Source: an optimization exercise on an open RTL-to-GDS flow (aim: small area). Production flows keep margins and buffers that such runs may drop.
In this exercise RTL edits were held to simulation tests only and were not proved equivalent to the original.
Power figures rest on the tool's default switching activity, not on a simulated workload.

`design/flow/flow/run.sh`:
```
#!/bin/bash
# The standard layout (standard.sh, unchanged scripts and settings) with two
# tool options set through ORFS's own variables:
#  - ports are buffered with sky130_fd_sc_hd__buf_1 cells;
#  - clock tree synthesis leaves out dummy loads and clusters the flip-flops
#    under clkbuf_8 leaf buffers (at most 20 sinks within 50 um).
# make's full output goes to standard.log.
set -euo pipefail
export BUFFER_PORTS_ARGS="-buffer_cell sky130_fd_sc_hd__buf_1"
export CTS_ARGS="-sink_clustering_enable -repair_clock_nets -dont_use_dummy_load -buf_list sky130_fd_sc_hd__clkbuf_8 -sink_clustering_size 20 -sink_clustering_max_diameter 50"
bash standard.sh > standard.log 2>&1
```
`design/flow/standard.sh`:
```
#!/bin/bash
# synth_recipe.tcl (not shown) runs the flow's synth.tcl, then flattens the netlist and writes it again
# the make line also repeats each setting of config.mk as NAME=value (left out here)
make -C /OpenROAD-flow-scripts/flow DESIGN_CONFIG=/design/flow/config.mk WORK_HOME=/design/flow/orfs CLKGATE_MAP_FILE= SYNTH_SCRIPT=/design/flow/synth_recipe.tcl "${@:-finish}"
```
`design/flow/config.mk`:
```
export PLATFORM = sky130hd
export DESIGN_NAME = bs_filt
export DESIGN_NICKNAME = bs_filt
export VERILOG_FILES = /design/flow/design.v
export SDC_FILE = /design/flow/constraint.sdc
export NUM_CORES = 4
export LEC_CHECK = 0
export ABC_AREA = 1
export CAP_MARGIN = 20
export CORE_MARGIN = 2
export CORE_UTILIZATION = 55
export PLACE_DENSITY = 0.65
export SLEW_MARGIN = 20
```
`design/flow/constraint.sdc`:
```
create_clock -name core_clock -period 16.0 [get_ports {clk}]
set_input_delay 3.2000 -clock core_clock [delete_from_list [all_inputs] [get_ports {clk}]]
set_output_delay 3.2000 -clock core_clock [all_outputs]
set_load 0.01 [all_outputs]
```
`design/flow/design.v`:
```
module bs_channel (
    input  wire        clk,
    input  wire        rst,
    input  wire [1:0]  rot,
    input  wire        flush,
    input  wire        stb,
    input  wire        bit_in,
    output wire [3:0]  o_stb,
    output wire [3:0]  o_settled,
    output wire [95:0] o_data
);
    localparam [2:0] P_IDLE = 3'd0, P_BIT = 3'd1, P_PCB = 3'd2, P_PCC = 3'd3,
                     P_PCD = 3'd4, P_POSTB = 3'd5, P_POSTC = 3'd6, P_POSTD = 3'd7;
    reg  [8:0] cnt;      
    reg  [1:0] hi;       
    reg        clrp;     
    reg        clr;      
    reg        clrb;     
    reg        xb;       
    reg        pend;     
    reg        done;     
    reg  [2:0] pt;       
    reg  [1:0] sub;      
    wire fend  = (rot == 2'd3);
    wire bitp  = (pt == P_BIT);
    wire pcb   = (pt == P_PCB);
    wire pcc   = (pt == P_PCC);
    wire pcd   = (pt == P_PCD);
    wire postb = (pt == P_POSTB);
    wire postc = (pt == P_POSTC);
    wire postd = (pt == P_POSTD);
    wire last16  = (cnt[3:0] == 4'hf);
    wire last32  = (cnt[4:0] == 5'h1f);
    wire last128 = (cnt[6:0] == 7'h7f);
    wire last512 = (cnt == 9'h1ff);
    wire [1:0] sc = cnt[6:5];    
    wire [1:0] sd = cnt[8:7];    
    wire [1:0] slv = postd ? sd : sc;
    wire [1:0] nlast = (slv == 2'd2) ? 2'd2 : 2'd1;    
    reg [2:0] npt;
    reg [1:0] nsub;
    always @(*) begin
        npt = P_IDLE; nsub = 2'd0;
        if (pend | stb) npt = P_BIT;
        else case (pt)
            P_BIT: begin
                if (cnt[4:0] == 5'd30)      npt = P_PCB;
                else if (cnt[4:0] == 5'd15) npt = P_POSTB;
                else if (last32)            npt = P_POSTC;
            end
            P_PCB: if (cnt[6:0] == 7'd126) npt = P_PCC;
            P_PCC: if (cnt == 9'd510)      npt = P_PCD;
            P_POSTC: begin
                if (sub != nlast)     begin npt = P_POSTC; nsub = sub + 2'd1; end
                else if (last128)     npt = P_POSTD;
            end
            P_POSTD: if (sub != nlast) begin npt = P_POSTD; nsub = sub + 2'd1; end
            default: npt = P_IDLE;
        endcase
    end
    wire clrb_now = stb ? clrp : clrb;
    always @(posedge clk) begin
        if (rst) begin
            pt   <= P_IDLE;
            sub  <= 2'd0;
            pend <= 1'b0;
            done <= 1'b0;
            clrp <= 1'b1;
        end else begin
            if (stb) begin
                xb   <= bit_in;
                clrb <= clrp;
                clrp <= 1'b0;
            end else if (flush) begin
                clrp <= 1'b1;
            end
            if (fend) begin
                pt   <= npt;
                sub  <= nsub;
                done <= bitp;
                pend <= 1'b0;
                if (npt == P_BIT) begin
                    cnt <= clrb_now ? 9'd0 : cnt + 9'd1;
                    hi  <= clrb_now ? 2'd0 : (cnt == 9'h1ff && !hi[1]) ? hi + 2'd1 : hi;
                    clr <= clrb_now;
                end
            end else begin
                done <= 1'b0;
                if (stb) pend <= 1'b1;
            end
        end
    end
    wire srcA = bitp | pcb | postb;
    wire srcB = pcc | postc;
    wire [6:0] gcur = srcA ? (rot[1] ? 7'd0 : A0[6:0]) :
                      srcB ? B0[6:0] : C0[6:0];
    reg        c3;
    reg  [1:0] d3p, gp;
    wire [7:0] t3 = add7(gcur, {gcur[5:0], gp[1]}, c3);
    wire [6:0] m1  = gcur;
    wire [6:0] m4  = {gcur[4:0], gp};
    wire [6:0] m3  = t3[6:0];
    wire [6:0] m6  = {t3[5:0], d3p[1]};
    wire [6:0] m12 = {t3[4:0], d3p};
    always @(posedge clk) begin
        gp  <= fend ? 2'd0 : gcur[6:5];
        c3  <= fend ? 1'b0 : t3[7];
        d3p <= fend ? 2'd0 : t3[6:5];
    end
    reg  [4:0] xsel;     
    reg  [2:0] en;
    always @(*) begin
        xsel = 5'b00001; en = 3'b000;
        if (pcc | pcd) begin
            xsel = 5'b00001; en = 3'b001;
        end else if (postc | postd) begin
            case ({slv, sub})
                4'b00_00: begin xsel = 5'b01000; en = 3'b011; end    
                4'b00_01: begin xsel = 5'b00100; en = 3'b001; end    
                4'b01_00: begin xsel = 5'b01000; en = 3'b011; end    
                4'b01_01: begin xsel = 5'b00100; en = 3'b010; end    
                4'b10_00: begin xsel = 5'b00010; en = 3'b001; end    
                4'b10_01: begin xsel = 5'b10000; en = 3'b010; end    
                4'b10_10: begin xsel = 5'b00001; en = 3'b100; end    
                4'b11_00: begin xsel = 5'b10000; en = 3'b010; end    
                4'b11_01: begin xsel = 5'b00010; en = 3'b100; end    
                default:  begin xsel = 5'b00001; en = 3'b000; end
            endcase
        end
    end
    wire [6:0] xt = ({7{xsel[0]}} & m1) | ({7{xsel[1]}} & m3) | ({7{xsel[2]}} & m4) |
                    ({7{xsel[3]}} & m6) | ({7{xsel[4]}} & m12);
    function [7:0] add7(input [6:0] a, input [6:0] b, input ci);
        integer i;
        reg c;
        begin
            c = ci;
            for (i = 0; i < 7; i = i + 1) begin
                add7[i] = a[i] ^ b[i] ^ c;
                c = (a[i] & b[i]) | (a[i] & c) | (b[i] & c);
            end
            add7[7] = c;
        end
    endfunction
    wire xin = bitp & xb & (rot == 2'd0);
    reg  [13:0] A0, A1, A2;
    reg         cA0, cA1, cA2;
    wire [4:0]  i16 = {rot[0], cnt[3:0]};
    wire [20:0] kd;
    genvar gi;
    generate for (gi = 0; gi < 21; gi = gi + 1) begin : g_lut
        localparam [671:0] TT = {32'h0000f000, 32'h00008e00, 32'h00004980, 32'h0000e560, 32'h00002fd0, 32'h00007878, 32'h0000cccc, 32'h00000301, 32'h00007cf9, 32'h00009ce5, 32'h00002cd3, 32'h0000b4b4, 32'h0000cccc, 32'hfffe0000, 32'h0000003e, 32'h000001c6, 32'h0000064a, 32'h00001a9f, 32'h00002fd0, 32'h00007878, 32'h0001cccc};
        assign kd[gi] = TT[32*gi + i16];
    end endgenerate
    wire act16 = bitp & ~rot[1];
    wire sh16  = act16 & (cnt[3:0] == 4'd0);
    wire cl16  = act16 & clr;
    wire en16  = act16 & xb;
    wire [6:0] sA0 = cl16 ? 7'd0 : sh16 ? A1[6:0] : A0[6:0];
    wire [6:0] sA1 = cl16 ? 7'd0 : sh16 ? A2[6:0] : A1[6:0];
    wire [6:0] sA2 = (cl16 | sh16) ? 7'd0 : A2[6:0];
    wire [6:0] aA0 = {7{en16}} & kd[6:0];
    wire [6:0] aA1 = {7{en16}} & kd[13:7];
    wire [6:0] aA2 = {7{en16}} & kd[20:14];
    wire [7:0] nA0 = add7(sA0, aA0, cA0);
    wire [7:0] nA1 = add7(sA1, aA1, cA1);
    wire [7:0] nA2 = add7(sA2, aA2, cA2);
    always @(posedge clk) begin
        A0 <= {nA0[6:0], A0[13:7]};
        A1 <= {nA1[6:0], A1[13:7]};
        A2 <= {nA2[6:0], A2[13:7]};
        cA0 <= (act16 & ~rot[0]) ? nA0[7] : 1'b0;
        cA1 <= (act16 & ~rot[0]) ? nA1[7] : 1'b0;
        cA2 <= (act16 & ~rot[0]) ? nA2[7] : 1'b0;
    end
    reg  [27:0] B0;
    reg  [13:0] B1;
    reg         cB0, cB1;
    wire shB   = bitp & (cnt[4:0] == 5'd0);
    wire clB   = bitp & clr;
    wire actB1 = (bitp | postb) & ~rot[1];
    wire [6:0] vB1 = rot[1] ? 7'd0 : B1[6:0];
    wire [6:0] sB0 = clB ? 7'd0 : shB ? vB1 : B0[6:0];
    wire [6:0] sB1 = (clB | shB) ? 7'd0 : B1[6:0];
    wire [6:0] aB0 = ({7{pcb}} & m1) | ({7{postb | (shB & ~clr)}} & m3) |
                     {6'd0, xin & last32};
    wire [6:0] aB1 = {7{postb}} & m1;
    wire [7:0] nB0 = add7(sB0, aB0, cB0);
    wire [7:0] nB1 = add7(sB1, aB1, cB1);
    always @(posedge clk) begin
        B0 <= {nB0[6:0], B0[27:7]};
        B1 <= {nB1[6:0], B1[13:7]};
        cB0 <= fend ? 1'b0 : nB0[7];
        cB1 <= (actB1 & ~rot[0]) ? nB1[7] : 1'b0;
    end
    reg  [27:0] C0, C1, C2;
    reg         cC0, cC1, cC2;
    wire shC = bitp & (cnt[6:0] == 7'd0);
    wire clC = bitp & clr;
    wire onC = pcc | postc;
    wire [6:0] sC0 = clC ? 7'd0 : shC ? C1[6:0] : C0[6:0];
    wire [6:0] sC1 = clC ? 7'd0 : shC ? C2[6:0] : C1[6:0];
    wire [6:0] sC2 = (clC | shC) ? 7'd0 : C2[6:0];
    wire [6:0] aC0 = ({7{onC & en[0]}} & xt) | {6'd0, xin & last128};
    wire [6:0] aC1 = {7{onC & en[1]}} & xt;
    wire [6:0] aC2 = {7{onC & en[2]}} & xt;
    wire [7:0] nC0 = add7(sC0, aC0, cC0);
    wire [7:0] nC1 = add7(sC1, aC1, cC1);
    wire [7:0] nC2 = add7(sC2, aC2, cC2);
    always @(posedge clk) begin
        C0 <= {nC0[6:0], C0[27:7]};
        C1 <= {nC1[6:0], C1[27:7]};
        C2 <= {nC2[6:0], C2[27:7]};
        cC0 <= fend ? 1'b0 : nC0[7];
        cC1 <= fend ? 1'b0 : nC1[7];
        cC2 <= fend ? 1'b0 : nC2[7];
    end
    reg  [27:0] D0, D1, D2;
    reg         cD0, cD1, cD2;
    wire shD = bitp & (cnt == 9'd0);
    wire clD = bitp & clr;
    wire onD = pcd | postd;
    wire [6:0] four = (rot == 2'd0) ? 7'd4 : 7'd0;
    wire [6:0] sD0 = clD ? four : shD ? D1[6:0] : D0[6:0];
    wire [6:0] sD1 = clD ? four : shD ? D2[6:0] : D1[6:0];
    wire [6:0] sD2 = (clD | shD) ? four : D2[6:0];
    wire [6:0] aD0 = ({7{onD & en[0]}} & xt) | {6'd0, xin & last512};
    wire [6:0] aD1 = {7{onD & en[1]}} & xt;
    wire [6:0] aD2 = {7{onD & en[2]}} & xt;
    wire [7:0] nD0 = add7(sD0, aD0, cD0);
    wire [7:0] nD1 = add7(sD1, aD1, cD1);
    wire [7:0] nD2 = add7(sD2, aD2, cD2);
    always @(posedge clk) begin
        D0 <= {nD0[6:0], D0[27:7]};
        D1 <= {nD1[6:0], D1[27:7]};
        D2 <= {nD2[6:0], D2[27:7]};
        cD0 <= fend ? 1'b0 : nD0[7];
        cD1 <= fend ? 1'b0 : nD1[7];
        cD2 <= fend ? 1'b0 : nD2[7];
    end
    wire [23:0] o16  = A0[12] ? 24'h7f_ffff : {~A0[11], A0[10:0], 12'd0};
    wire [23:0] o32  = B0[15] ? 24'h7f_ffff : {~B0[14], B0[13:0], 9'd0};
    wire [23:0] o128 = C0[21] ? 24'h7f_ffff : {~C0[20], C0[19:0], 3'd0};
    wire [23:0] o512 = D0[27] ? 24'h7f_ffff : {~D0[26], D0[25:3]};
    assign o_data = {o512, o128, o32, o16};
    assign o_stb  = {done & last512, done & last128, done & last32, done & last16};
    wire hi0 = (hi != 2'd0);
    assign o_settled = {hi[1],
                        hi0 | (cnt[8:7] >= 2'd2),
                        hi0 | (cnt[8:5] >= 4'd2),
                        hi0 | (cnt[8:4] >= 5'd2)};
endmodule
module bs_filt #(
    parameter integer NCH = 4
) (
    input  wire                clk,
    input  wire                rst,
    input  wire [NCH-1:0]      flush,
    input  wire [NCH-1:0]      mod_stb,
    input  wire [NCH-1:0]      mod_bit,
    output wire [4*NCH-1:0]    out_stb,
    output wire [4*NCH-1:0]    out_settled,
    output wire [96*NCH-1:0]   out_data
);
    reg [1:0] rot;
    always @(posedge clk) begin
        if (rst) rot <= 2'd0;
        else     rot <= rot + 2'd1;
    end
    genvar c;
    generate
        for (c = 0; c < NCH; c = c + 1) begin : g_ch
            bs_channel u_ch (
                .clk      (clk),
                .rst      (rst),
                .rot      (rot),
                .flush    (flush[c]),
                .stb      (mod_stb[c]),
                .bit_in   (mod_bit[c]),
                .o_stb    (out_stb[4*c +: 4]),
                .o_settled(out_settled[4*c +: 4]),
                .o_data   (out_data[96*c +: 96]));
        end
    endgenerate
endmodule
```
==> run summary, run 1 <==
Synthesis:
- Summed over its instances, the top area cell type makes up 47.7% of the synthesized netlist area.
- In the post-synthesis netlist, the cell with the most instances is sky130_fd_sc_hd__dfxtp_1.
- In the synthesized netlist, the number of instances is 4,809.
- The number of different library cells in the post-synthesis netlist is 51.
- The fraction of registers with async set/reset is 0%.
- Ranked by total cell area, the synthesized netlist is headed by sky130_fd_sc_hd__dfxtp_1 48%, sky130_fd_sc_hd__fa_1 14%, sky130_fd_sc_hd__inv_1 5.4%, sky130_fd_sc_hd__nand2_1 5.0%, sky130_fd_sc_hd__nor2_1 4.7%.
- Yosys printed 2 warnings.
- In the synthesized netlist the dominant register cell turns out to be sky130_fd_sc_hd__dfxtp_1.
- The post-synthesis area per instance is 9.66 sq um.
- Counting flops and latches in the post-synthesis netlist gives 1,162.
- The summed instance area of the synthesized netlist is 46,500 sq um.
- The post-synthesis cell type with the largest combined area is sky130_fd_sc_hd__dfxtp_1.
- When the netlist entered floorplanning its net count stood at 5,215.
- Yosys mapped a number of flops with a built-in enable equal to 56.
- Sequential elements use 51.3% of the synthesized area.
- In the synthesized netlist, the cells that appear most often are 1,106 x sky130_fd_sc_hd__dfxtp_1, 671 x sky130_fd_sc_hd__inv_1, 613 x sky130_fd_sc_hd__nand2_1.

Critical path:
- For the worst setup path, the data required time is 12.80 ns.
- Data arrives at the worst endpoint at 2.96 ns.
- In this run the worst path has a maximum fanout of 6.
- The type of destination of the critical path is an output pin.
- STA classifies the critical path startpoint as a register.
- The critical path in this run is classified as register to output pin.

CTS:
- The TritonCTS sink count is 1,162.
- The CTS H-tree depth is 3.
- TritonCTS built the clock tree.
- Buffers added to address setup during post-CTS repair amount to 0.
- The root buffer cell is sky130_fd_sc_hd__clkbuf_8.
- In this run, CTS created clock tree buffers numbering 109.
- After clock tree synthesis, the flow added hold-fix buffers numbering 0.
- After clock tree synthesis, the clock-pin slew on the worst setup and hold paths is 0.12 ns.
- The maximum number of buffers from clock root to sink is 3.
- The clock latency at the later pin of the worst-skew pair is 0.78 ns.
- The post-cts resize count is 0.

STA:
- The total negative setup slack is 0 ns.
- The peak clock frequency supported by timing is 0.162 GHz.
- The transition at the pin with the smallest max-transition slack is 1.08 ns.
- The worst pin sits at a relative slew slack of 28.3%.
- The final max-slew violation count is 0.
- The worst path needs 6.16 ns of the cycle, external delays included.
- Setup repair after global routing left no endpoint under its margin.
- The clock arrives with 0.106 ns of skew.
- The total count of hold-check failures in the final report was 0.
- The ratio of final minimum period to clock period is 38.5%.
- The total setup violations reported at the end of the flow is 0.
- In the post-route analysis, the smallest setup slack over all paths is 9.84 ns.

GRT:
- The number of global-route vias before repair is 30,800.
- The initial antenna violation count came to 6.
- Global routing consumed, over all layers together, 25.0% of the routing resources.
- The first global-routing pass estimated 169 mm of wire.
- Entering global routing, the biggest net connects 51 pins.
- Summed over all layers, the global routing overflow is 0.

Die:
- The die covers 86,800 sq um.
- The initial utilization of the core area, before any placement, comes to 55.5%.
- In this run the standard cell core region covers 83,700 sq um.
- In this run the vertical extent of the chip is 295 um.
- The die is 295 um wide.
- The floorplan has 106 rows.
- In this run the count of I/O pins placed on the die edge is 430.

Place:
- The detailed placement HPWL is 81.2 mm.
- The total of buffers placed on input and output ports is 429.
- Before CTS, the worst setup slack after placement is 9.70 ns.
- The final estimated routing congestion in global placement is 0.921.
- The cell count after placement is 6,183.

Power:
- The worst-case IR drop observed on VDD is 129 uV.
- Of the total power, the clock network draws 24.0%.
- Net switching is 29.6% of the power.
- Summed over all cells, the static leakage comes to 22.7 nW.
- The overall power is 6.24 mW.
- The total power density per cell area is 125 nW/um^2.
- Cell internal power was estimated by the tool at 4.39 mW.
- Combinational logic is responsible for 18.2% of the overall power.
- Sequential cells account for 57.8% of the total power.
- The switching power total is 1.84 mW.

Finish:
- The ratio of cells with drive above 1 in the final layout is 9.81%.
- The final net count is 5,566.
- For this run, the share of the core covered by cells in the final layout is 59.5%.
- After the flow finishes, the layout carries non-filler instances totaling 6,295.
- The area growth from synthesis to layout is 7.25%.

Drt:
- After detailed routing, the number of remaining DRC violations is 0.
- The per-cell routed wire length is 17.1 um.
- Detailed routing inserted a total of 31,600 vias.
- In this run, the number of DRC markers left after iteration 0 of detailed routing was 2,277.
- Using the TritonRoute via totals, the vias-per-cell ratio works out to 5.02.
- The detail route stage leaves a number of antenna-violating nets equal to 0.
- The number of optimization iterations in the first detailed-route pass is 6.
- The routed design has 108 mm of wire.

Run status:
- The run finished with no timing, DRC or antenna violations.

Hold path:
- In this run the worst hold path is classified as register to register.

Job:
- The max-cap violation count is 0.
## cells by family after synthesis
kind of cell             count (synthesis)  synth area share, %
AO/OA/AOI/OAI                          515                 6.22
buffers and inverters                  927                 8.56
flip-flops                            1162                 51.3
XOR/XNOR                                 2               0.0377
adder cells (fa/ha/maj)                392                 16.0
AND/OR/NAND/NOR                       1811                 17.9
## through the flow
step / hold WS [ns] / area [sq um]
floorplan: 0.310 / 46500
global placement: 0.310 / 48300
detailed placement: 0.312 / 48300
CTS: 0.258 / 49800
global route: 0.265 / 49800
finish: 0.247 / 49800
## path summary, 6_finish.rpt
path,cells after the start,start,end,slack [ns]
worst max-delay path,9,g_ch[3].u_ch.cnt[1],out_stb[15],9.84
worst min-delay path,0,g_ch[3].u_ch.D2[7],g_ch[3].u_ch.D2[0],0.25
worst max register to register,23,g_ch[0].u_ch.pt[0],g_ch[0].u_ch.D0[27],9.89
worst min register to register,0,g_ch[3].u_ch.D2[7],g_ch[3].u_ch.D2[0],0.25
## per-layer routing
metal | wire length (um) | track usage [%] | vias up
li1 | - | - | 15400
met1 | 50000 | 35.6 | 15000
met2 | 48500 | 39.2 | 963
met3 | 6720 | 4.40 | 180
met4 | 2700 | 7.17 | 6
met5 | 37 | 0 | -
## final cells by class
type                    instances  area, sq um
diodes                          3         7.51
clock buffers                 109         1500
fillers                      7443        33900
inverters                     731         2750
multi-input cells            2720        18700
flip-flops and latches       1162        23800
well taps                    1134         1420
repair buffers                436         1660
## critical path: stages, from the launching register on
cell                       delay [ns]
sky130_fd_sc_hd__edfxtp_1        0.49
sky130_fd_sc_hd__ha_1            0.24
sky130_fd_sc_hd__inv_1           0.08
sky130_fd_sc_hd__nor2_1          0.35
sky130_fd_sc_hd__nand2_1         0.22
sky130_fd_sc_hd__nor2_1          0.14
sky130_fd_sc_hd__ha_1            0.24
sky130_fd_sc_hd__nand2_1         0.12
sky130_fd_sc_hd__inv_1           0.14
sky130_fd_sc_hd__buf_1           0.18
## registers in the layout, summed over array words and instances, names as in the netlist, 112 cells and up
name,cells
g_ch.u_ch.D0,112
g_ch.u_ch.C0,112
g_ch.u_ch.D1,112
g_ch.u_ch.B0,112
g_ch.u_ch.D2,112
g_ch.u_ch.C2,112
g_ch.u_ch.C1,112
## cells in the final DEF (no fill, tap or decap), drive strengths merged, types with 56 or more instances in the layout
| master | count |
|---|---|
| edfxtp | 56 |
| o21ai | 237 |
| or2 | 210 |
| inv | 725 |
| ha | 56 |
| a21oi | 147 |
| dfxtp | 1106 |
| nand2 | 650 |
| fa | 336 |
| nand3 | 201 |
| nor2 | 640 |
| buf | 436 |
| clkbuf | 109 |
## power groups by stage
| stage | combinational (mW) | sequential, mW | clock, mW |
|---|---|---|---|
| 5_1_grt | 1.28 | 3.66 | 1.66 |
| 2_1_floorplan | 0.823 | 3.58 | 0 |
| 3_5_place_dp | 1.13 | 3.67 | 0 |
| 3_3_place_gp | 1.13 | 3.65 | 0 |
| 6_report | 1.14 | 3.60 | 1.50 |
| 4_1_cts | 1.14 | 3.61 | 1.55 |
==> run 2: changes to the inputs <==
--- a/design/flow/config.mk
+++ b/design/flow/config.mk
@@ -8,6 +8,5 @@
 export ABC_AREA = 1
 export CAP_MARGIN = 20
 export CORE_MARGIN = 2
-export CORE_UTILIZATION = 55
-export PLACE_DENSITY = 0.65
+export CORE_UTILIZATION = 45
 export SLEW_MARGIN = 20
==> run 2 against run 1 <==
  * Design area grew 0.74%
  * Core utilization is 10 points lower
  * Sequential power is essentially flat
  * Total power up 0.55%
  * Register-to-register slack about the same
  * Clock power is essentially flat
  * Cell count is 3.8% higher
==> run summary, run 2 <==
Hold path:
- The origin of the worst min-delay path is g_ch[1].u_ch.B0[24].
- The worst hold path was traced through 0 stages.
- The path with the worst hold slack has its endpoint at g_ch[1].u_ch.B0[17].
- The worst min-delay path class is register to register.

Finish:
- The area of combinational cells with multiple inputs is 18,700 sq um.
- The count of fill cells added during filler insertion is 9,797.
- In the final layout, the share of cells above drive strength 1 is 9.97%.
- The finished cells cover 50,200 sq um.
- Across the whole layout, storage elements account for 23,800 sq um.
- The top cell types in the final layout, fill and taps aside, are 1,105 x sky130_fd_sc_hd__dfxtp_1, 671 x sky130_fd_sc_hd__inv_1, 613 x sky130_fd_sc_hd__nand2_1.
- The most common cell after layout, fill and taps aside is sky130_fd_sc_hd__dfxtp_1.
- The area growth from synthesis to layout is 8.04%.
- The final layout contains 5,575 nets.

Power:
- Power spread over the standard cell area amounts to 125 nW/um^2.
- Cell internal power was estimated by the tool at 4.40 mW.
- IR analysis of the VDD net gives a maximum drop of 89.8 uV.
- The combinational cell fraction of total power is 18.2%.
- The clock group share of total power is 24.2%.
- The overall power is 6.27 mW.
- Of the total power, the share spent switching nets is 29.8%.
- The fraction of power consumed by sequential logic is 57.6%.
- The switching power total is 1.87 mW.
- For this design the static power due to leakage is 22.8 nW.

Critical path:
- The startpoint identified for the worst register-to-register timing path is g_ch[0].u_ch.pt[0].
- The worst endpoint data arrival time is 2.92 ns.
- The worst register-to-register path has a setup slack of 9.90 ns.
- The type of destination of the critical path is an output pin.
- The worst flop-to-flop path endpoint is g_ch[0].u_ch.D0[27].
- The worst setup path is of the register to output pin kind.
- The startpoint kind of the worst setup timing path is a register.
- Along the worst path, the maximum fanout reaches 12.
- Data on the critical path is required at its endpoint by 12.80 ns.
- For the worst flop-to-flop path, the logic depth is 23.

STA:
- Setup repair after global routing left no endpoint under its margin.
- The minimum period implied by the final worst setup slack is 6.12 ns.
- The worst relative slew slack is 35.6%.
- Timing would allow up to 0.163 GHz.
- The total count of hold-check failures in the final report came to 0.
- Setup violations remaining at the end of the flow were counted as 0.
- The worst clock skew is 0.109 ns.
- In the final timing run, aggregate negative setup slack is 0 ns.
- The worst path uses 38.3% of the clock period.
- The transition at the pin with the smallest max-transition slack is 0.967 ns.
- The final max-slew violation count was 0.

Synthesis:
- The mux share of post-synthesis cell area is 0%.
- Yosys mapped the design onto 51 distinct sky130hd cell types.
- Summing the areas of all xor and xnor instances in the mapped netlist gives 0.0377% of the synthesized area.
- After synthesis, the mean cell area works out to 9.66 sq um.
- The number of nets produced by synthesis is 5,215.
- By area the synthesized netlist is led by sky130_fd_sc_hd__dfxtp_1 48%, sky130_fd_sc_hd__fa_1 14%, sky130_fd_sc_hd__inv_1 5.4%, sky130_fd_sc_hd__nand2_1 5.0%, sky130_fd_sc_hd__nor2_1 4.7%.
- The synthesized design spends more area on one cell type than any other, namely sky130_fd_sc_hd__dfxtp_1.
- The share of the Yosys chip area taken by registers is 51.3%.
- Synthesis produced a netlist whose cell count is 4,809.
- Counting flops with an async set or reset pin after synthesis yields a share of 0%.
- The commonest cells after synthesis are 1,106 x sky130_fd_sc_hd__dfxtp_1, 671 x sky130_fd_sc_hd__inv_1, 613 x sky130_fd_sc_hd__nand2_1.
- The adder-cell share of the synthesized area is 16.0%.
- The number of enable-type register cells in the synthesized netlist is 56.
- The compound-cell area share of the yosys netlist is 6.22%.
- The share of synthesized cell area in and, or, nand and nor gates is 17.9%.
- The most common flop cell mapped by yosys is sky130_fd_sc_hd__dfxtp_1.
- After synthesis, the largest family of logic cells by area is simple AND/OR/NAND/NOR gates.
- Among all cell types in the netlist, the one instantiated most often is sky130_fd_sc_hd__dfxtp_1.
- The top cell type by area accounts for 47.7% of the synthesized area.
- The summed instance area of the synthesized netlist is 46,500 sq um.
- During synthesis, Yosys emitted a total of 2 warnings.
- Counting flops and latches in the post-synthesis netlist gives 1,162.

GRT:
- The initial antenna violation count is 3.
- The largest net degree at the start of global routing is 50.
- The wire length of the first global-routing pass is 176 mm.
- The overflow left after global routing is 0.
- The number of global-route vias before repair is 31,300.
- The total global routing track utilization is 21.3%.

Drt:
- For this run, the detailed router's first-pass iteration total came to 5.
- The vias per cell is 4.82.
- Across all layers, the routed design uses 31,500 vias.
- The final wirelength is 113 mm.
- The detailed router finished its first iteration with 2,239 violations.
- The per-cell routed wire length is 17.3 um.
- The count of antenna-violating nets left after detailed routing is 0.
- The post-route DRC violation count is 0.

CTS:
- The longest clock path from root to sink contains 3 buffers.
- The clock transition at the registers of the reported paths is 0.11 ns.
- Counting every sink on the clock net gives 1,162.
- The number of hold buffers added after cts is 0.
- CTS placed an instance of sky130_fd_sc_hd__clkbuf_8 at the clock tree root.
- TritonCTS built the clock tree.
- The number of CTS-inserted buffers is 111.
- The H-tree generated during clock tree synthesis spans 3 levels.
- The clock latency at the later pin of the worst-skew pair is 0.80 ns.
- Gates resized during post-CTS repair numbered 0.
- Post-CTS timing repair inserted 0 buffers for setup.

Die:
- The number of I/O pins is 430.
- Row generation in the floorplan step produced 117 rows.
- The floorplan step set the die height to 325 um.
- The horizontal extent of the die is 325 um.
- The placeable core region is 102,000 sq um.
- Once the floorplan was initialized, standard cells occupied 45.5% of the core.
- The die covers 106,000 sq um.

Place:
- The detailed placement HPWL is 86.3 mm.
- The final estimated routing congestion in global placement is 0.907.
- The post-placement cell area is 48,700 sq um.
- The total of buffers placed on input and output ports is 429.

Job:
- The max-cap violation count is 0.

Run status:
- The run finished with no timing, DRC or antenna violations.
-- run 2: cell count changes in the layout (fill, tap and decap cells not counted) --
cell                       delta
sky130_fd_sc_hd__buf_4        +7
sky130_fd_sc_hd__clkbuf_8     +2
sky130_fd_sc_hd__diode_2      -2
-- run 2: worst max path at each step --
stage                              from                   to  slack [ns]  cells past startpoint
floorplan            g_ch[0].u_ch.pt[1]  g_ch[0].u_ch.C0[27]       10.66                     24
global route         g_ch[0].u_ch.pt[0]  g_ch[0].u_ch.D0[27]        9.56                     23
detailed placement   g_ch[0].u_ch.pt[0]  g_ch[0].u_ch.D0[27]        9.90                     23
CTS                 g_ch[3].u_ch.cnt[2]          out_stb[15]        9.79                      8
global placement                 rot[1]  g_ch[0].u_ch.D0[27]       10.02                     22
finish              g_ch[3].u_ch.cnt[2]          out_stb[15]        9.88                      8
-- run 2: layout make-up --
class	count	area share, %
Sequential cell	1162	47.5
Multi-Input combinational cell	2720	37.2
Inverter	731	5.47
Timing Repair Buffer	443	3.42
Tap cell	1368	3.41
Clock buffer	111	3.04
Antenna cell	1	0.00499
-- run 2: logic make-up after synthesis --
| family | Yosys count |
|---|---|
| adder cells (fa/ha/maj) | 392 |
| XOR/XNOR | 2 |
| buffers and inverters | 927 |
| AO/OA/AOI/OAI | 515 |
| flip-flops | 1162 |
| AND/OR/NAND/NOR | 1811 |
-- run 2: power groups by stage --
stage	combinational, mW	sequential (mW)	clock, mW
after floorplan	0.823	3.58	0
after global placement	1.14	3.67	0
after detailed placement	1.14	3.68	0
after CTS	1.15	3.62	1.58
after global routing	1.28	3.66	1.69
final	1.14	3.61	1.52
-- run 2: per-layer routing --
| metal | vias up | track usage (%) | share of wire [%] |
|---|---|---|---|
| met5 | - | 0 | 0.024 |
| met4 | 4 | 7.04 | 2.8 |
| met3 | 174 | 3.40 | 5.5 |
| met2 | 874 | 33.8 | 45 |
| met1 | 15000 | 29.7 | 46 |
| li1 | 15400 | - | - |
-- run 2: critical path: stages, from the launching register on --
cell	delay, ns
sky130_fd_sc_hd__edfxtp_1	0.55
sky130_fd_sc_hd__nand2_1	0.18
sky130_fd_sc_hd__nor2_1	0.35
sky130_fd_sc_hd__nand2_1	0.24
sky130_fd_sc_hd__nor2_1	0.14
sky130_fd_sc_hd__ha_1	0.28
sky130_fd_sc_hd__nand2_1	0.07
sky130_fd_sc_hd__inv_1	0.15
sky130_fd_sc_hd__buf_1	0.18
-- run 2: stage by stage --
| stage | util (%) | hold slack [ns] | setup slack [ns] | std cells |
|---|---|---|---|---|
| floorplan | - | 0.310 | 10.66 | 4809 |
| global placement | 47.7 | 0.310 | 10.02 | 6424 |
| detailed placement | 47.7 | 0.312 | 9.90 | 6424 |
| CTS | 49.2 | 0.227 | 9.79 | 6535 |
| global route | 49.2 | 0.227 | 9.56 | 6536 |
| finish | 49.2 | 0.238 | 9.88 | 6536 |
==> run 3: changes to the inputs <==
--- a/design/flow/design.v
+++ b/design/flow/design.v
@@ -14,7 +14,6 @@
     reg  [8:0] cnt;      
     reg  [1:0] hi;       
     reg        clrp;     
-    reg        clr;      
     reg        clrb;     
     reg        xb;       
     reg        pend;     
@@ -59,6 +58,7 @@
         endcase
     end
     wire clrb_now = stb ? clrp : clrb;
+    wire clr = clrb;
     always @(posedge clk) begin
         if (rst) begin
             pt   <= P_IDLE;
@@ -82,7 +82,6 @@
                 if (npt == P_BIT) begin
                     cnt <= clrb_now ? 9'd0 : cnt + 9'd1;
                     hi  <= clrb_now ? 2'd0 : (cnt == 9'h1ff && !hi[1]) ? hi + 2'd1 : hi;
-                    clr <= clrb_now;
                 end
             end else begin
                 done <= 1'b0;
==> design/flow/flow/run.sh (replaced) <==
#!/bin/bash
# The standard layout (standard.sh, unchanged scripts and settings) with two
# tool options set through ORFS's own variables:
#  - ports are buffered with sky130_fd_sc_hd__buf_1 cells;
#  - clock tree synthesis leaves out dummy loads and clusters the flip-flops
#    under clkbuf_4 leaf buffers (at most 9 sinks within 40 um).
# make's full output goes to standard.log.
set -euo pipefail
export BUFFER_PORTS_ARGS="-buffer_cell sky130_fd_sc_hd__buf_1"
export CTS_ARGS="-sink_clustering_enable -repair_clock_nets -dont_use_dummy_load -buf_list sky130_fd_sc_hd__clkbuf_4 -sink_clustering_size 9 -sink_clustering_max_diameter 40"
bash standard.sh > standard.log 2>&1
--- a/design/flow/config.mk
+++ b/design/flow/config.mk
@@ -8,5 +8,6 @@
 export ABC_AREA = 1
 export CAP_MARGIN = 20
 export CORE_MARGIN = 2
-export CORE_UTILIZATION = 45
+export CORE_UTILIZATION = 62
+export PLACE_DENSITY = 0.7
 export SLEW_MARGIN = 20
==> run 3 against run 2 <==
  * Via count is 2.0% higher
  * Global-route usage up 6.6 points
  * Critical endpoint unchanged
  * Hold slack worse by 0.014 ns
  * Highest routed layer unchanged
  * Largest power group unchanged
==> run summary, run 3 <==
CTS:
- Buffers inserted during clock tree synthesis total 163.
- The CTS H-tree depth is 4.
- In this run, post-CTS repair resized a total of 0 instances.
- TritonCTS built the clock tree.
- The tree built by TritonCTS fans out to 1,158 sinks.
- After clock tree synthesis, the clock-pin slew on the worst setup and hold paths is 0.10 ns.
- The number of hold buffers added after cts is 0.
- The cell sitting at the root of the clock tree is a sky130_fd_sc_hd__clkbuf_4.
- The maximum number of buffers from clock root to sink is 3.
- For the worst-skew pair, the clock arrives at the later sink with an insertion delay of 1.08 ns.
- The number of buffers added for setup after CTS is 0.

Synthesis:
- In this run, distinct cell masters in the synthesized netlist total 53.
- Of the post-synthesis cell area, the part taken by muxes is 0%.
- The number of enable-type register cells in the synthesized netlist is 52.
- The adder-cell share of the synthesized area is 16.0%.
- The xor/xnor cell area share of the yosys netlist is 0.0566%.
- Sorting the synthesized cells by how often they occur yields 1,106 x sky130_fd_sc_hd__dfxtp_1, 706 x sky130_fd_sc_hd__inv_1, 619 x sky130_fd_sc_hd__nand2_1.
- After synthesis the netlist holds a flip-flop and latch count of 1,158.
- Yosys printed 2 warnings.
- The most common flop cell mapped by yosys is sky130_fd_sc_hd__dfxtp_1.
- The compound-cell area share of the yosys netlist is 6.45%.
- A synthesized cell averages 9.63 sq um.
- The cell with the most instances after synthesis is sky130_fd_sc_hd__dfxtp_1.
- By area, the combinational part of the netlist is dominated by simple AND/OR/NAND/NOR gates.
- By area the synthesized netlist is led by sky130_fd_sc_hd__dfxtp_1 48%, sky130_fd_sc_hd__fa_1 14%, sky130_fd_sc_hd__inv_1 5.7%, sky130_fd_sc_hd__nand2_1 5.0%, sky130_fd_sc_hd__nor2_1 4.6%.
- The post-synthesis cell type with the largest combined area is sky130_fd_sc_hd__dfxtp_1.
- The top cell type by area accounts for 47.7% of the synthesized area.
- The part of the Yosys area used for sequential elements is 51.1%.
- In the synthesized netlist, the number of instances is 4,818.
- The number of nets in the synthesized netlist is 5,225.
- The synthesized netlist occupies a cell area of 46,400 sq um.
- After Yosys synthesis, and, or, nand and nor cells account for 17.7% of the synthesized area.
- Of all flip-flops after synthesis, the portion carrying an async set or reset was 0%.

GRT:
- For this run the aggregate overflow at the end of global routing stands at 0.
- The first global-routing pass estimated 168 mm of wire.
- Global routing used 27.9% of the available tracks across all layers.
- The initial antenna violation count is 5.
- The number of global-route vias before repair is 31,000.
- The largest net degree at the start of global routing is 50.

Run status:
- The run finished with no timing, DRC or antenna violations.

Drt:
- Detailed routing inserted a total of 32,200 vias.
- The vias per cell is 5.19.
- The detail route stage leaves a number of antenna-violating nets equal to 0.
- The final wirelength is 107 mm.
- The number of optimization iterations in the first detailed-route pass is 6.
- After detailed routing, the number of remaining DRC violations is 0.
- After the first detailed-routing iteration, the DRC count stood at 2,227.
- In the final routed layout, each cell accounts on average for 17.3 um.

Finish:
- Cells with a size suffix above 1 make up 9.88% of the layout.
- The count of fill cells added during filler insertion is 6,316.
- The multi-input combinational cells in the finished layout cover a total of 18,700 sq um.
- In the layout the commonest cells are 1,105 x sky130_fd_sc_hd__dfxtp_1, 706 x sky130_fd_sc_hd__inv_1, 619 x sky130_fd_sc_hd__nand2_1.
- The final net count is 5,630.
- The most common cell after layout, fill and taps aside is sky130_fd_sc_hd__dfxtp_1.
- The area growth from synthesis to layout is 6.30%.
- The area used by sequential logic in the layout is 23,700 sq um.

Die:
- From left edge to right edge, the die measures 278 um.
- The number of rows created at floorplan is 100.
- The chip height is 278 um.
- The die footprint is 77,000 sq um.
- The core region is 74,300 sq um.
- The number of I/O pins is 430.
- Once the floorplan was initialized, standard cells occupied 62.4% of the core.

Critical path:
- The master of the slowest instance on the critical path is sky130_fd_sc_hd__edfxtp_1.
- The signal on the critical path passes through ha_1, nand2_1, nor2_1, inv_1, nor2_1, inv_1, nor2_1, ha_1, nand2_1, inv_1, buf_1.
- STA classifies the critical path startpoint as a register.
- The worst endpoint data arrival time is 3.31 ns.
- Among cell families on the critical path, the largest total delay comes from simple AND/OR/NAND/NOR gates.
- The type of destination of the critical path is an output pin.
- The start-to-end type of the worst setup path is register to output pin.
- The largest driver fanout on the critical path is 6.
- The peak per-stage delay on the critical path is 0.48 ns.
- The required time at the endpoint of the critical path is 12.80 ns.
- Across all register-to-register paths, the minimum setup slack is 9.86 ns.
- The number of buffers and inverters on the critical path is 4.

Place:
- The detailed placement HPWL is 80.4 mm.
- Routability-driven placement finished with a final weighted congestion of 0.933.
- In this run the tool buffered the top-level ports with 429 buffer cells.

STA:
- The worst hold slack is 0.224 ns.
- The routed design could run at a clock period as short as 6.51 ns.
- The worst relative slew slack is 34.9%.
- Setup repair after global routing left no endpoint under its margin.
- The final max-slew violation count is 0.
- For the final routed database, the setup TNS stands at 0 ns.
- The total count of hold-check failures in the final report is 0.
- The worst clock skew is 0.123 ns.
- For the pin with the worst max-slew slack, the measured transition is 0.976 ns.
- The peak clock frequency supported by timing is 0.154 GHz.
- The total setup violations reported at the end of the flow is 0.
- Of the available clock period, the critical path in the final layout requires 40.7%.

Power:
- In this run the power density over the cells is 126 nW/um^2.
- The largest vdd supply drop is 108 uV.
- The analysis attributes to cell leakage a power of 23.0 nW.

Hold path:
- The path class of the tightest hold or removal check is register to register.

Job:
- Max-cap violations in this run came to 0.
run 3: cell types whose count changed in the layout (fill, tap and decap cells not counted), sizes merged, moves of 6 or more:
cell    change
a21oi       -8
a22oi       -6
clkbuf     +52
inv         +9
nor2       -26
nor3        +6
o21ai      +19
run 3: final timing paths:
kind                                     startpoint             endpoint  cells after the start
worst max-delay path            g_ch[3].u_ch.cnt[0]          out_stb[15]                     11
worst min-delay path            g_ch[1].u_ch.D2[21]  g_ch[1].u_ch.D2[14]                      0
worst max register to register   g_ch[0].u_ch.pt[0]  g_ch[0].u_ch.D1[27]                     24
worst min register to register  g_ch[1].u_ch.D2[21]  g_ch[1].u_ch.D2[14]                      0
run 3: report_power, final:
part           internal [mW]  switching, mW
Combinational          0.406          0.818
Clock                  0.467          0.882
Sequential              3.43          0.212
run 3: final cells by class:
class                      count  area share [%]
antenna                        6          0.0304
clock buffer                 163            2.48
inverter                     737            5.62
multi-input combinational   2721            37.9
sequential                  1158            48.1
tap                          969            2.46
timing repair buffer         442            3.46
run 3: cell families after synthesis:
| family | count (synthesis) |
|---|---|
| flops | 1158 |
| compound gates | 531 |
| buf+inv | 939 |
| fa+ha+maj | 393 |
| simple gates | 1794 |
| xor+xnor | 3 |
run 3: metrics by stage:
| step | cell area, sq um | setup slack [ns] | utilization (%) | instances | power, mW |
|---|---|---|---|---|---|
| final | 49300 | 9.49 | 66.4 | 6196 | 6.21 |
| after global routing | 49300 | 9.27 | 66.3 | 6193 | 6.57 |
| after CTS | 49300 | 9.44 | 66.3 | 6190 | 6.27 |
| after detailed placement | 48100 | 9.95 | 64.7 | 6027 | 4.91 |
| after global placement | 48100 | 10.11 | 64.7 | 6027 | 4.89 |
| after floorplan | 46400 | 10.66 | - | 4818 | 4.48 |
run 3: layer usage:
| metal | global-route usage [%] | part of all wire (%) |
|---|---|---|
| met2 | 42.9 | 44 |
| met4 | 10.1 | 3.2 |
| met1 | 39.6 | 46 |
| met5 | 0 | 0.016 |
| met3 | 5.42 | 6.5 |
==> run 4: changes to the inputs <==
--- a/design/flow/config.mk
+++ b/design/flow/config.mk
@@ -8,6 +8,6 @@
 export ABC_AREA = 1
 export CAP_MARGIN = 20
 export CORE_MARGIN = 2
-export CORE_UTILIZATION = 62
-export PLACE_DENSITY = 0.7
+export CORE_UTILIZATION = 55
+export PLACE_DENSITY = 0.65
 export SLEW_MARGIN = 20
==> run 4 against run 3 <==
  * Sequential share of layout area fell by 0.19 points
  * Synthesized cell count did not move
  * Still clean on timing, DRC and antenna
  * Fmax shrank 0.38%
  * Highest routed layer unchanged
  * Critical path depth unchanged
  * Global-route usage is 2.2 points lower
==> run summary, run 4 <==
Critical path:
- The critical path starts at g_ch[3].u_ch.cnt[1].
- At the worst endpoint, the required time is 12.80 ns.
- The worst setup path is launched from a register.
- The worst setup path is captured at an output pin.
- The worst endpoint data arrival time is 3.33 ns.
- Along the worst path, the maximum fanout reaches 6.
- The start-to-end type of the worst setup path is register to output pin.
- The worst register-to-register path begins at g_ch[1].u_ch.pt[1].

Finish:
- The library cells used most frequently in the layout, excluding fill and tap cells, are 1,105 x sky130_fd_sc_hd__dfxtp_1, 706 x sky130_fd_sc_hd__inv_1, 619 x sky130_fd_sc_hd__nand2_1.
- The ratio of cells with drive above 1 in the final layout is 10.0%.
- The area growth from synthesis to layout is 6.72%.
- Leaving out fill and tap cells, the most frequent cell in the layout is sky130_fd_sc_hd__dfxtp_1.
- The net count of the finished layout is 5,638.

Synthesis:
- Counting every instance in the synthesized netlist gives 4,818.
- Yosys attributes the largest share of cell area to sky130_fd_sc_hd__dfxtp_1 48%, sky130_fd_sc_hd__fa_1 14%, sky130_fd_sc_hd__inv_1 5.7%, sky130_fd_sc_hd__nand2_1 5.0%, sky130_fd_sc_hd__nor2_1 4.6%.
- Yosys printed 2 warnings.
- The most common flop cell mapped by yosys is sky130_fd_sc_hd__dfxtp_1.
- The area share of the largest cell type after synthesis is 47.7%.
- The part of the Yosys area used for sequential elements is 51.1%.
- The number of different library cells in the post-synthesis netlist is 53.
- sky130_fd_sc_hd__dfxtp_1 takes more of the synthesized area than any other cell.
- The summed instance area of the synthesized netlist is 46,400 sq um.
- For this run, asynchronously set or reset flops after synthesis account for 0%.
- The post-synthesis area per instance is 9.63 sq um.
- The total of flip-flops plus latches after synthesis is 1,158.
- Counting instances in the post-synthesis netlist gives the leading cell types as 1,106 x sky130_fd_sc_hd__dfxtp_1, 706 x sky130_fd_sc_hd__inv_1, 619 x sky130_fd_sc_hd__nand2_1.
- Yosys instantiated no cell more often than sky130_fd_sc_hd__dfxtp_1.
- The number of nets produced by synthesis is 5,225.
- The synthesized design contains 52 enable-type register cells.

GRT:
- The largest net degree at the start of global routing is 40.
- The global routing stage identified its most utilized layer as met2.
- For this run, global-route usage on met2 was measured as 40.3%.
- The met3 track demand over resource in global routing is 4.39%.
- Summed over all layers, the global routing overflow is 0.
- The number of global-route vias before repair is 31,400.
- Global routing consumed, on the met1 layer, 36.2% of the routing resources.
- The total global routing track utilization is 25.7%.
- The wire length of the first global-routing pass is 172 mm.
- The initial antenna violation count was 3.

Die:
- For this configuration, the core starts out at a cell density of 55.5%.
- The die footprint is 86,700 sq um.
- Measured along the y axis, the die boundary spans 294 um.
- The horizontal extent of the die is 294 um.
- The total area inside the core boundary comes to 83,600 sq um.
- The number of I/O pins is 430.
- The floorplan has 106 rows.

CTS:
- The post-cts resize count is 0.
- After clock tree synthesis, the clock-pin slew on the worst setup and hold paths is 0.10 ns.
- The number of hold buffers added after cts is 0.
- For this design, the sink count on the clock tree is 1,158.
- CTS built an H-tree with a depth of 4.
- The number of CTS-inserted buffers is 170.
- The longest clock path from root to sink contains 3 buffers.
- The number of buffers added for setup after CTS is 0.
- TritonCTS built the clock tree.
- The later pin in the worst-skew pair is clocked with a latency of 1.08 ns.
- The root buffer cell is sky130_fd_sc_hd__clkbuf_4.

Drt:
- Dividing the detail-routed wire length by the instance count gives 17.5 um.
- The final wirelength is 110 mm.
- The final route contains 32,000 vias.
- The violation count after the first detailed-route iteration is 2,210.
- The count of antenna-violating nets left after detailed routing is 0.
- The post-route DRC violation count is 0.
- Dividing the detail-routed via count by the number of cells gives 5.07.
- The number of optimization iterations in the first detailed-route pass is 7.

Power:
- IR analysis of the VDD net gives a maximum drop of 99.8 uV.
- Dividing total power by cell area gives a power density of 126 nW/um^2.
- In this run the static leakage power is 23.1 nW.

Place:
- The detailed placement HPWL is 82.7 mm.
- At the end of routability-driven placement, the weighted congestion stood at 0.907.
- Buffers placed on the I/O ports in this run total 429.

Hold path:
- The startpoint identified for the worst hold timing path is g_ch[3].u_ch.B1[9].
- The worst min-delay path class is register to register.

STA:
- The final max-slew violation count was 0.
- Headroom to the max-slew limit came out at 33.0%.
- Static timing analysis puts the maximum clock frequency at 0.153 GHz.
- The minimum period implied by the final worst setup slack is 6.53 ns.
- Setup violations remaining at the end of the flow were counted as 0.
- The worst hold slack is 0.278 ns.
- The total negative setup slack is 0 ns.
- The transition at the pin with the smallest max-transition slack is 1.00 ns.
- The clock arrives with 0.0803 ns of skew.
- The total count of hold-check failures in the final report came to 0.
- Setup repair after global routing left no endpoint under its margin.
- Dividing the final minimum period by the clock period gives 40.8%.

Run status:
- The run finished with no timing, DRC or antenna violations.

Job:
- Across the run, the number of max-cap violations was 0.
## run 4: cell counts after synthesis
Identical to the previous run, type by type.
## run 4: routing by layer
metal	vias up	wire length [um]
met5	-	10
met4	2	2730
met3	208	6800
met2	1096	50200
met1	15100	50600
li1	15600	-
## run 4: cell type report
cell class,count,area [sq um]
sequential,1158,23700
multi-input combinational,2721,18700
timing repair buffer,443,1720
antenna,6,15.0
tap,1080,1350
fill,7473,34000
inverter,737,2770
clock buffer,170,1280
## run 4: cell families (layout without fill, tap and decap cells)
| family | Yosys count | count (layout) | synth area share, % |
|---|---|---|---|
| AND/OR/NAND/NOR | 1794 | 1794 | 17.7 |
| flip-flops | 1158 | 1158 | 51.1 |
| buffers and inverters | 939 | 1350 | 8.67 |
| AO/OA/AOI/OAI | 531 | 531 | 6.45 |
| adder cells (fa/ha/maj) | 393 | 393 | 16.0 |
| XOR/XNOR | 3 | 3 | 0.0566 |
| other | 0 | 6 | 0 |
## run 4: critical path: stages, from the launching register on
cell	delay, ns
sky130_fd_sc_hd__edfxtp_1	0.48
sky130_fd_sc_hd__ha_1	0.29
sky130_fd_sc_hd__nand2_1	0.13
sky130_fd_sc_hd__nor2_1	0.30
sky130_fd_sc_hd__inv_1	0.09
sky130_fd_sc_hd__nor2_1	0.25
sky130_fd_sc_hd__inv_1	0.09
sky130_fd_sc_hd__nor2_1	0.11
sky130_fd_sc_hd__ha_1	0.19
sky130_fd_sc_hd__nand2_1	0.11
sky130_fd_sc_hd__inv_1	0.08
sky130_fd_sc_hd__buf_1	0.15
## run 4: worst paths after layout
path / endpoint / slack, ns / cells past startpoint
worst max register to register: g_ch[1].u_ch.D1[27] / 9.91 / 22
worst max-delay path: out_stb[15] / 9.47 / 11
worst min register to register: g_ch[3].u_ch.B1[2] / 0.28 / 0
worst min-delay path: g_ch[3].u_ch.B1[2] / 0.28 / 0
## run 4: per-stage QoR
stage	instances	area, sq um	utilization, %	setup slack [ns]	power, mW
CTS	6309	49500	59.2	9.38	6.32
finish	6315	49500	59.3	9.47	6.24
global route	6314	49500	59.3	9.19	6.61
floorplan	4818	46400	-	10.66	4.48
global placement	6139	48200	57.7	10.14	4.90
detailed placement	6139	48200	57.7	9.94	4.91
## run 4: where the power goes
| part | switching (mW) | internal (mW) | total (mW) | leakage, nW |
|---|---|---|---|---|
| Clock | 0.905 | 0.486 | 1.39 | 0.782 |
| Combinational | 0.804 | 0.409 | 1.21 | 12.7 |
| Sequential | 0.207 | 3.43 | 3.63 | 9.61 |
| Total | 1.92 | 4.32 | 6.24 | 23.1 |
==> run 5: changes to the inputs <==
--- a/design/flow/design.v
+++ b/design/flow/design.v
@@ -91,7 +91,7 @@
     end
     wire srcA = bitp | pcb | postb;
     wire srcB = pcc | postc;
-    wire [6:0] gcur = srcA ? (rot[1] ? 7'd0 : A0[6:0]) :
+    wire [6:0] gcur = srcA ? (rot[1] ? 7'd0 : AB[6:0]) :
                       srcB ? B0[6:0] : C0[6:0];
     reg        c3;
     reg  [1:0] d3p, gp;
@@ -142,55 +142,48 @@
         end
     endfunction
     wire xin = bitp & xb & (rot == 2'd0);
-    reg  [13:0] A0, A1, A2;
-    reg         cA0, cA1, cA2;
-    wire [4:0]  i16 = {rot[0], cnt[3:0]};
-    wire [20:0] kd;
+    reg  [27:0] AB;      
+    reg  [27:0] AX;
+    reg         cAB, cAX;
+    wire [4:0] i16 = {rot[0], cnt[3:0]};
+    wire [5:0] iX  = {rot, cnt[3:0]};
+    wire [6:0] kc, kx;
     genvar gi;
-    generate for (gi = 0; gi < 21; gi = gi + 1) begin : g_lut
-        localparam [671:0] TT = {32'h0000f000, 32'h00008e00, 32'h00004980, 32'h0000e560, 32'h00002fd0, 32'h00007878, 32'h0000cccc, 32'h00000301, 32'h00007cf9, 32'h00009ce5, 32'h00002cd3, 32'h0000b4b4, 32'h0000cccc, 32'hfffe0000, 32'h0000003e, 32'h000001c6, 32'h0000064a, 32'h00001a9f, 32'h00002fd0, 32'h00007878, 32'h0001cccc};
-        assign kd[gi] = TT[32*gi + i16];
+    generate for (gi = 0; gi < 7; gi = gi + 1) begin : g_lut
+        localparam [223:0] T0 = {32'h0000003e, 32'h000001c6, 32'h0000064a, 32'h00001a9f, 32'h00002fd0, 32'h00007878, 32'h0001cccc};
+        localparam [447:0] T1 = {64'h0000f00000000301, 64'h00008e0000007cf9, 64'h0000498000009ce5, 64'h0000e56000002cd3, 64'h00002fd00000b4b4, 64'h000078780000cccc, 64'h0000ccccfffe0000};
+        assign kc[gi] = T0[32*gi + i16];
+        assign kx[gi] = T1[64*gi + iX];
     end endgenerate
     wire act16 = bitp & ~rot[1];
-    wire sh16  = act16 & (cnt[3:0] == 4'd0);
-    wire cl16  = act16 & clr;
-    wire en16  = act16 & xb;
-    wire [6:0] sA0 = cl16 ? 7'd0 : sh16 ? A1[6:0] : A0[6:0];
-    wire [6:0] sA1 = cl16 ? 7'd0 : sh16 ? A2[6:0] : A1[6:0];
-    wire [6:0] sA2 = (cl16 | sh16) ? 7'd0 : A2[6:0];
-    wire [6:0] aA0 = {7{en16}} & kd[6:0];
-    wire [6:0] aA1 = {7{en16}} & kd[13:7];
-    wire [6:0] aA2 = {7{en16}} & kd[20:14];
-    wire [7:0] nA0 = add7(sA0, aA0, cA0);
-    wire [7:0] nA1 = add7(sA1, aA1, cA1);
-    wire [7:0] nA2 = add7(sA2, aA2, cA2);
-    always @(posedge clk) begin
-        A0 <= {nA0[6:0], A0[13:7]};
-        A1 <= {nA1[6:0], A1[13:7]};
-        A2 <= {nA2[6:0], A2[13:7]};
-        cA0 <= (act16 & ~rot[0]) ? nA0[7] : 1'b0;
-        cA1 <= (act16 & ~rot[0]) ? nA1[7] : 1'b0;
-        cA2 <= (act16 & ~rot[0]) ? nA2[7] : 1'b0;
+    wire sh16  = bitp & (cnt[3:0] == 4'd0);
+    wire [6:0] sAX = (bitp & sh16) ? ((rot[1] | clr) ? 7'd0 : AX[20:14]) : AX[6:0];
+    wire [6:0] aAX = {7{bitp & xb}} & kx;
+    wire [7:0] nAX = add7(sAX, aAX, cAX);
+    always @(posedge clk) begin
+        AX  <= {nAX[6:0], AX[27:7]};
+        cAX <= (bitp & ~rot[0]) ? nAX[7] : 1'b0;
     end
     reg  [27:0] B0;
-    reg  [13:0] B1;
-    reg         cB0, cB1;
+    reg         cB0;
     wire shB   = bitp & (cnt[4:0] == 5'd0);
+    wire [6:0] sAB = ~rot[1] ? ((act16 & sh16) ? (clr ? 7'd0 : AX[6:0]) : AB[6:0])
+                             : (shB ? 7'd0 : AB[6:0]);
+    wire [6:0] aAB = ~rot[1] ? ({7{act16 & xb}} & kc) : ({7{postb}} & AB[20:14]);
+    wire [7:0] nAB = add7(sAB, aAB, cAB);
+    always @(posedge clk) begin
+        AB  <= {nAB[6:0], AB[27:7]};
+        cAB <= ~rot[0] ? nAB[7] : 1'b0;
+    end
     wire clB   = bitp & clr;
-    wire actB1 = (bitp | postb) & ~rot[1];
-    wire [6:0] vB1 = rot[1] ? 7'd0 : B1[6:0];
+    wire [6:0] vB1 = rot[1] ? 7'd0 : AB[20:14];
     wire [6:0] sB0 = clB ? 7'd0 : shB ? vB1 : B0[6:0];
-    wire [6:0] sB1 = (clB | shB) ? 7'd0 : B1[6:0];
     wire [6:0] aB0 = ({7{pcb}} & m1) | ({7{postb | (shB & ~clr)}} & m3) |
                      {6'd0, xin & last32};
-    wire [6:0] aB1 = {7{postb}} & m1;
     wire [7:0] nB0 = add7(sB0, aB0, cB0);
-    wire [7:0] nB1 = add7(sB1, aB1, cB1);
     always @(posedge clk) begin
         B0 <= {nB0[6:0], B0[27:7]};
-        B1 <= {nB1[6:0], B1[13:7]};
         cB0 <= fend ? 1'b0 : nB0[7];
-        cB1 <= (actB1 & ~rot[0]) ? nB1[7] : 1'b0;
     end
     reg  [27:0] C0, C1, C2;
     reg         cC0, cC1, cC2;
@@ -237,7 +230,7 @@
         cD1 <= fend ? 1'b0 : nD1[7];
         cD2 <= fend ? 1'b0 : nD2[7];
     end
-    wire [23:0] o16  = A0[12] ? 24'h7f_ffff : {~A0[11], A0[10:0], 12'd0};
+    wire [23:0] o16  = AB[12] ? 24'h7f_ffff : {~AB[11], AB[10:0], 12'd0};
     wire [23:0] o32  = B0[15] ? 24'h7f_ffff : {~B0[14], B0[13:0], 9'd0};
     wire [23:0] o128 = C0[21] ? 24'h7f_ffff : {~C0[20], C0[19:0], 3'd0};
     wire [23:0] o512 = D0[27] ? 24'h7f_ffff : {~D0[26], D0[25:3]};
==> run 5 against run 4 <==
  * Clock power about the same
  * Clock-buffer cell count is 4 lower
  * Via count fell by 1.5%
  * Hold slack worse by 0.0079 ns
  * Global-route usage about the same
  * Critical path depth decreased by 1
  * First-iteration DRC count is 3.1% lower
  * Combinational power is 14% lower
  * Core utilization is 0.26 points higher
  * Highest routed layer is now met4
==> run summary, run 5 <==
Run status:
- The flow ran to the end and the layout has no timing, DRC or antenna violations.

CTS:
- The clock latency at the later pin of the worst-skew pair is 1.06 ns.
- TritonCTS built the clock tree.
- The root buffer cell is sky130_fd_sc_hd__clkbuf_4.
- The TritonCTS sink count is 1,150.
- The clock tree synthesis step divided the H-tree into 4 levels.
- After clock tree synthesis, the repair step resized 0 gates.
- Clock tree synthesis inserted a total of 166 buffers.
- The number of hold buffers added after cts is 0.
- The number of buffers added for setup after CTS is 0.
- The clock passes through at most 3 buffers.
- The clock transition at the registers of the reported paths is 0.09 ns.

Place:
- The total of buffers placed on input and output ports is 429.
- The post-placement cell area is 46,800 sq um.
- After legalization and detailed placement, the total HPWL measured 80.2 mm.
- The final estimated routing congestion in global placement is 0.921.
- OpenSTA, run right after detailed placement, puts the worst setup slack at 9.71 ns.

Power:
- The total power density per cell area is 126 nW/um^2.
- The worst-case IR drop observed on VDD is 120 uV.
- The reported leakage power is 21.9 nW.

Critical path:
- In this run the register-to-register setup slack is 9.64 ns.
- Traced cell by cell, the critical path runs through nand2_1, inv_1, nand2_1, nor2_1, inv_1, nor2_1, ha_1, nand2_1, inv_1, buf_1.
- The cell type group with the largest total delay on the critical path is simple AND/OR/NAND/NOR gates.
- The worst setup path is captured at an output pin.
- Counting cells, the worst reg-to-reg path comes to 20.
- The master of the slowest instance on the critical path is sky130_fd_sc_hd__edfxtp_1.
- Data arrives at the worst endpoint at 3.20 ns.
- In this design, the stage delay of the slowest critical-path cell is 0.55 ns.
- The start-to-end type of the worst setup path is register to output pin.
- For the worst setup path, the data required time is 12.80 ns.
- The startpoint kind of the worst setup timing path is a register.
- The largest driver fanout on the critical path is 12.
- In this run the worst setup path begins at g_ch[1].u_ch.cnt[2].
- Together, buffers and inverters on the worst path number 4.
- The endpoint identified for the worst register-to-register timing path is g_ch[0].u_ch.C0[27].
- The critical register-to-register path startpoint is g_ch[0].u_ch.cnt[1].

Synthesis:
- After synthesis, the share of flip-flops with an asynchronous set or reset is 0%.
- The number of synthesis warnings is 2.
- The post-synthesis instance total is 4,656.
- The synthesized design devotes to its leading area cell type 48.9% of total area.
- After synthesis, the cell types taking the most area are sky130_fd_sc_hd__dfxtp_1 49%, sky130_fd_sc_hd__fa_1 12%, sky130_fd_sc_hd__inv_1 5.4%, sky130_fd_sc_hd__nand2_1 5.3%, sky130_fd_sc_hd__nor2_1 3.9%.
- The post-synthesis cell type with the largest combined area is sky130_fd_sc_hd__dfxtp_1.
- Averaged over all synthesized cells, the footprint is 9.65 sq um.
- Counting instances in the post-synthesis netlist gives the leading cell types as 1,098 x sky130_fd_sc_hd__dfxtp_1, 649 x sky130_fd_sc_hd__inv_1, 638 x sky130_fd_sc_hd__nand2_1.
- The most common flop cell mapped by yosys is sky130_fd_sc_hd__dfxtp_1.
- The number of nets produced by synthesis is 5,006.
- Yosys mapped a number of flops with a built-in enable equal to 52.
- Yosys instantiated no cell more often than sky130_fd_sc_hd__dfxtp_1.
- In this run, synthesis produced a sequential element count of 1,150.
- Counting distinct cell types in the post-synthesis netlist gives 60.
- Sequential cells were found to cover 52.4% of the synthesized design area.
- The synthesized netlist occupies a cell area of 44,900 sq um.

STA:
- The total negative setup slack is 0 ns.
- The worst relative slew slack is 25.7%.
- The transition at the pin with the smallest max-transition slack is 1.11 ns.
- The worst clock skew is 0.0992 ns.
- In the post-route analysis, the smallest setup slack over all paths is 9.60 ns.
- The final max-slew violation count is 0.
- The total setup violations reported at the end of the flow is 0.
- The total count of hold-check failures in the final report is 0.
- The peak clock frequency supported by timing is 0.156 GHz.
- The minimum period implied by the final worst setup slack is 6.40 ns.
- The ratio of final minimum period to clock period is 40.0%.
- Setup repair after global routing left no endpoint under its margin.

GRT:
- The wire length of the first global-routing pass is 167 mm.
- Summed over all layers, the global routing overflow is 0.
- The initial antenna violation count is 5.
- The total global routing track utilization is 25.7%.
- The number of global-route vias before repair is 30,600.
- The largest net degree at the start of global routing is 50.

Finish:
- The area growth from synthesis to layout is 6.89%.
- The library cells used most frequently in the layout, excluding fill and tap cells, are 1,097 x sky130_fd_sc_hd__dfxtp_1, 648 x sky130_fd_sc_hd__inv_1, 638 x sky130_fd_sc_hd__nand2_1.
- The layout has 7,272 filler cells.
- The cell area after layout is 48,000 sq um.
- The final net count is 5,418.
- Of the cells placed in the final design, the portion with a size suffix greater than 1 is 10.3%.
- The most common cell after layout, fill and taps aside is sky130_fd_sc_hd__dfxtp_1.
- The core occupancy in the finished layout is 59.5%.

Drt:
- The count of vias placed by the detailed router is 31,500.
- In this run the top signal layer used is met4.
- The routed length on met2 is 48.8 mm.
- The violation count after the first detailed-route iteration is 2,142.
- The vias per cell is 5.14.
- The pre-antenna-repair detailed-routing pass consisted of 6 iterations.
- In the routed design, unresolved DRC markers number 0.
- Once detail routing completed, the nets flagged for antenna violations numbered 0.
- The routed design uses 6.22 mm of met3 wire.
- The per-cell routed wire length is 17.6 um.
- Wires add up to 108 mm.
- The detailed router put a total of 49.8 mm of wire on met1.

Job:
- The max-cap violation count is 0.

Die:
- For this configuration, the core starts out at a cell density of 55.7%.
- The die footprint is 84,000 sq um.
- The chip height is 290 um.
- 430 I/O pins were placed.
- Measured along the x axis, the die boundary spans 290 um.
- The number of rows created at floorplan is 104.
- The placeable core region is 80,700 sq um.

Hold path:
- The worst hold path belongs to the class register to register.
- In this run the most critical hold path is launched from g_ch[0].u_ch.D2[21].
- The number of cells traversed by the worst hold path is 0.
- For hold timing, the worst endpoint is g_ch[0].u_ch.D2[14].
-- run 5: area by class of cell --
class	instances	area [sq um]	share of cell area, %
flip-flops and latches	1150	23500	49.0
multi-input cells	2630	17600	36.7
inverters	677	2550	5.31
repair buffers	443	1720	3.57
well taps	1060	1330	2.76
clock buffers	166	1250	2.60
diodes	7	17.5	0.0365
-- run 5: kinds of logic after synthesis --
family                   after synthesis  synth area share, %
AO/OA/AOI/OAI                        585                 7.48
XOR/XNOR                               4               0.0780
adder cells (fa/ha/maj)              336                 14.0
buffers and inverters                876                 8.39
flip-flops                          1150                 52.4
AND/OR/NAND/NOR                     1705                 17.6
-- run 5: per-stage QoR --
stage | instances | power (mW) | hold slack (ns)
floorplan | 4656 | 4.36 | 0.310
global placement | 5960 | 4.73 | 0.310
detailed placement | 5960 | 4.74 | 0.312
CTS | 6126 | 6.11 | 0.262
global route | 6133 | 6.40 | 0.271
finish | 6133 | 6.04 | 0.270
-- run 5: worst max path at each step --
stage,end,slack (ns),cells after the start
after detailed placement,g_ch[0].u_ch.C0[27],9.71,20
final,out_stb[7],9.60,10
after global routing,g_ch[0].u_ch.C0[27],9.25,20
after global placement,g_ch[0].u_ch.C0[27],9.89,20
after CTS,out_stb[7],9.51,10
after floorplan,g_ch[1].u_ch.C0[27],10.64,22
-- run 5: worst register-to-register path: cells and delay by family (launching register included) --
kind | cells | cell delay (ns)
fa+ha+maj | 8 | 3.24
simple gates | 5 | 1.47
buf+inv | 6 | 0.99
flops | 1 | 0.52
compound gates | 1 | 0.13
-- run 5: per-layer routing --
| layer | GRT usage, % | vias up |
|---|---|---|
| li1 | - | 15300 |
| met1 | 36.4 | 15000 |
| met2 | 40.3 | 1050 |
| met3 | 4.21 | 202 |
| met4 | 8.47 | 0 |
| met5 | 0 | - |
-- run 5: power by group --
group / switching (mW) / total [mW] / leakage [nW] / internal (mW)
logic: 0.700 / 1.04 / 11.6 / 0.344
clock network: 0.888 / 1.36 / 0.764 / 0.475
registers: 0.219 / 3.64 / 9.55 / 3.42
total: 1.81 / 6.04 / 21.9 / 4.24

==> separate check: timing with driven ports <==
The results above use ideal ports. As a check the final layouts listed here were re-extracted and re-timed, cells and wires unchanged. Step 1 sets driving cells, clkbuf_16 on the clock port and buf_2 on the other inputs (assumed; they add their load-dependent delay and slew). Step 2, shift: input delay + t, output delay - t, t = (earliest + latest rising clock arrival at the registers) / 2. This alone moves slack from input paths to output paths. Slacks: no drivers / after step 1 / after step 2; pairs: no drivers / after step 1.
run	shift t [ns]	setup slack, ns	pins driven straight from the clock port
run 1	0.786	9.841 / 9.780 / 9.742	1
run 2	0.806	9.878 / 9.815 / 9.903	1
run 3	1.074	9.490 / 9.426 / 9.861	1
run 4	1.103	9.465 / 9.404 / 9.911	1
run 5	1.081	9.595 / 9.530 / 9.645	1
After both steps every run listed still meets setup and hold. The setup slack of run 1, which loses most, moves by -0.061 ns with the drivers and by -0.099 ns with both steps.
